Source: an optimization exercise on an open RTL-to-GDS flow (aim: small area, a short achievable clock period and few clock cycles per item). Production flows keep margins and buffers that such runs may drop. Function was checked by simulation only, so behaviour that the tests miss may differ from the original. No activity file was given, so power comes from the tool's default toggle rates.

==> run a <==
Design ce_mac, start of the top module:
module ce_mac (
    input  wire        clk,
    input  wire        rst,         
    input  wire        in_valid,
    output wire        in_ready,
    input  wire [1:0]  in_op,
    input  wire [31:0] in_mant,     
    input  wire [5:0]  in_shift,    
    input  wire [31:0] in_x,        
    input  wire [4:0]  in_osh,      
    output reg         out_valid,
    output reg  [31:0] out_y,
    output reg         out_sat
);
==> flow/config.mk <==
export PLATFORM = sky130hd
export DESIGN_NAME = ce_mac
export DESIGN_NICKNAME = ce_mac
export VERILOG_FILES = /design/flow/design.v
export SDC_FILE = /design/flow/constraint.sdc
export NUM_CORES = 4
export LEC_CHECK = 0
export ABC_AREA = 1
export CAP_MARGIN = 20
export CORE_MARGIN = 2
export CORE_UTILIZATION = 50
export CTS_CLUSTER_DIAMETER = 120
export CTS_CLUSTER_SIZE = 22
export SLEW_MARGIN = 20
export SYNTH_HIERARCHICAL = 1
==> flow/constraint.sdc <==
create_clock -name core_clock -period 25.0 [get_ports {clk}]
set_input_delay 5.0000 -clock core_clock [delete_from_list [all_inputs] [get_ports {clk}]]
set_output_delay 5.0000 -clock core_clock [all_outputs]
set_load 0.01 [all_outputs]
standard.sh (not shown) runs the stock make flow with config.mk's settings and CLKGATE_MAP_FILE= SYNTH_SCRIPT=/design/flow/synth_recipe.tcl, a recipe that flattens the netlist after the stock synthesis.
==> flow/flow/run.sh <==
#!/bin/bash
set -euo pipefail
MARGIN=$(cat flow/margin.txt)
bash standard.sh synth > log_synth.txt 2>&1
bash standard.sh SETUP_SLACK_MARGIN=$MARGIN MATCH_CELL_FOOTPRINT=0 \
  "BUFFER_PORTS_ARGS=-buffer_cell sky130_fd_sc_hd__buf_4" finish > log_layout.txt 2>&1
==> flow/flow/margin.txt <==
19.2
==> inputs of run b, as changes to run a <==
Settings changed: CORE_UTILIZATION 50 to 65, CTS_CLUSTER_DIAMETER 120 to default, CTS_CLUSTER_SIZE 22 to default.
==> run notes <==
- Bufs w/o clock: between 200 and 250
- Final worst setup slack: 18.87 ns
- Row cnt: 110
- GRT met3 Usage: 0.0624
- Fill cells: about 8800
- Area growth syn-to-layout: 6.06%
- Clock power share: 0.099
- First-pass GRT wire length: between 200000 and 250000 um
- Met3 wire length: ~14000 um
- Status: no timing/DRC/antenna violations
- P_comb: around 3500 uW
Source of the figures above: run a

==> run notes <==
- Mux contribution to synthesized area: 0.00701
- Bufs w/o clock: about 230
- Max IR drop VDD: around 0.065 mV
- Area growth syn-to-layout: 7.16%
- GRT met3 Usage: 0.148
- Row cnt: slightly below 100
- Final setup fails: 0
- Fill cells: approximately 5900
- Met3 wire length: between 20000 and 25000 um
- P_comb: around 3600 uW
- Iter 0 DRT Violations: roughly 5900
- Final worst setup slack: approximately 19 ns
- Status: no timing/DRC/antenna violations
Source of the figures above: run b

Testbench counts of run a, summed over its fixed seeds: cycles 24,081, items 24,049.
Testbench counts of run b, summed over its fixed seeds: cycles 24,081, items 24,049.

==> v10: inputs <==
Starting RTL as in the previous note.
Design ce_mac, start of the top module:
module ce_mac (
    input  wire        clk,
    input  wire        rst,         
    input  wire        in_valid,
    output wire        in_ready,
    input  wire [1:0]  in_op,
    input  wire [31:0] in_mant,     
    input  wire [5:0]  in_shift,    
    input  wire [31:0] in_x,        
    input  wire [4:0]  in_osh,      
    output reg         out_valid,
    output reg  [31:0] out_y,
    output reg         out_sat
);
export LEC_CHECK = 0
export ABC_AREA = 1
export CAP_MARGIN = 0
export CORE_MARGIN = 2
export CORE_UTILIZATION = 65
export CTS_CLUSTER_DIAMETER = 120
export CTS_CLUSTER_SIZE = 22
export SLEW_MARGIN = 0
export SYNTH_HIERARCHICAL = 1
create_clock -name core_clock -period 25.0 [get_ports {clk}]
==> flow/flow/margin.txt <==
19.0
Scripts as last shown in full above: flow/flow/run.sh
==> v25: changes against v10 <==
- CORE_UTILIZATION: 65 -> 70
==> v24: changes against v10 <==
==> flow/flow/margin.txt (replaced) <==
19.2
- CAP_MARGIN: 0 -> 20
- CORE_UTILIZATION: 65 -> 50
- CTS_CLUSTER_DIAMETER: 120 -> unset
- CTS_CLUSTER_SIZE: 22 -> unset
- SLEW_MARGIN: 0 -> 20
==> v30: changes against v10 <==
==> flow/flow/margin.txt (replaced) <==
19.2
==> notes <==
- v30 completed with no timing, DRC or antenna violations. v10 finished with timing, DRC and antenna clean. v24 went through all stages and came out clean. v25 completed without violations.
- Utilization: v24 < v10 < v30 < v25.
- Synthesized cell count is the same in v25 and v30.
- Sequential share of layout area, lowest first: v24, v30, v10, v25.
- Between v25 and v30, the lower register-to-register slack is in v25 (gap 190 ps).
- The lowest first-iteration DRC count belongs to v24, the highest to v25.
- Area after synthesis is the same in v24 and v30.
==> figures <==
metric	v10	v30	v25	v24
GP Congestion	1.02	1.02	1.04	0.976
Pin count of the biggest net entering global routing	81	81	90	85
Outcome	no timing/DRC/antenna violations	no timing/DRC/antenna violations	no timing/DRC/antenna violations	no timing/DRC/antenna violations
Ant. Diodes	1	3	0	0
Total net switching power	2.69 mW	2.70 mW	2.70 mW	2.73 mW
Non-CTS buffers	233	234	233	231
Placed cell areas	46600 sq um	46600 sq um	46500 sq um	46800 sq um
Met2 wire length	71300 um	70800 um	68900 um	74200 um
Final Net Count	6323	6324	6322	6349
Worst-case setup margin in the final layout	18960 ps	18950 ps	18930 ps	18880 ps
Share of total power in combinational logic	68.3%	68.4%	68.7%	64.1%
Combined global-route utilization of all metal layers	43.9%	44.0%	46.1%	33.9%
Initial antenna violation count	5	6	4	1
Testbench counts of v10, summed over its fixed seeds: cycles 24,081, items 24,049.
Testbench counts of v25, summed over its fixed seeds: cycles 24,081, items 24,049.
Testbench counts of v24, summed over its fixed seeds: cycles 24,081, items 24,049.
Testbench counts of v30, summed over its fixed seeds: cycles 24,081, items 24,049.

## static timing again, ports no longer ideal
How much do the figures lean on ideal ports? The routed layouts below were timed once more, with nothing changed but the port constraints.
Step 1 (the two cells are an assumption about what drives the block):
set clk [get_ports {clk}]
set_driving_cell -lib_cell sky130_fd_sc_hd__clkbuf_16 $clk
set_driving_cell -lib_cell sky130_fd_sc_hd__buf_2 [delete_from_list [all_inputs] $clk]
Step 2 times the ports against the registers' clock, not the clock port: input delays grow and output delays shrink by t, the midpoint of the rising clock arrivals with the driver on.
Three values: no drivers, after step 1, after step 2; two values: the first two.
| run | t, ns | setup slack, ns | latest minus earliest clock arrival (ns) | slew at the worst register clock pin (ns) | worst slew at a driven data input, ns |
|---|---|---|---|---|---|
| run a | 0.722 | 18.868 / 18.796 / 19.362 | 0.031 / 0.031 | 0.10 / 0.10 | 0.09 |
| run b | 0.703 | 18.926 / 18.853 / 19.331 | 0.022 / 0.022 | 0.07 / 0.07 | 0.11 |
| v10 | 0.671 | 18.956 / 18.888 / 19.183 | 0.026 / 0.025 | 0.10 / 0.10 | 0.10 |
| v25 | 0.661 | 18.932 / 18.867 / 19.192 | 0.025 / 0.024 | 0.10 / 0.10 | 0.08 |
| v24 | 0.721 | 18.876 / 18.806 / 19.349 | 0.026 / 0.026 | 0.07 / 0.07 | 0.09 |
| v30 | 0.673 | 18.952 / 18.885 / 19.312 | 0.030 / 0.031 | 0.09 / 0.09 | 0.10 |
After both steps every run listed still meets setup and hold.
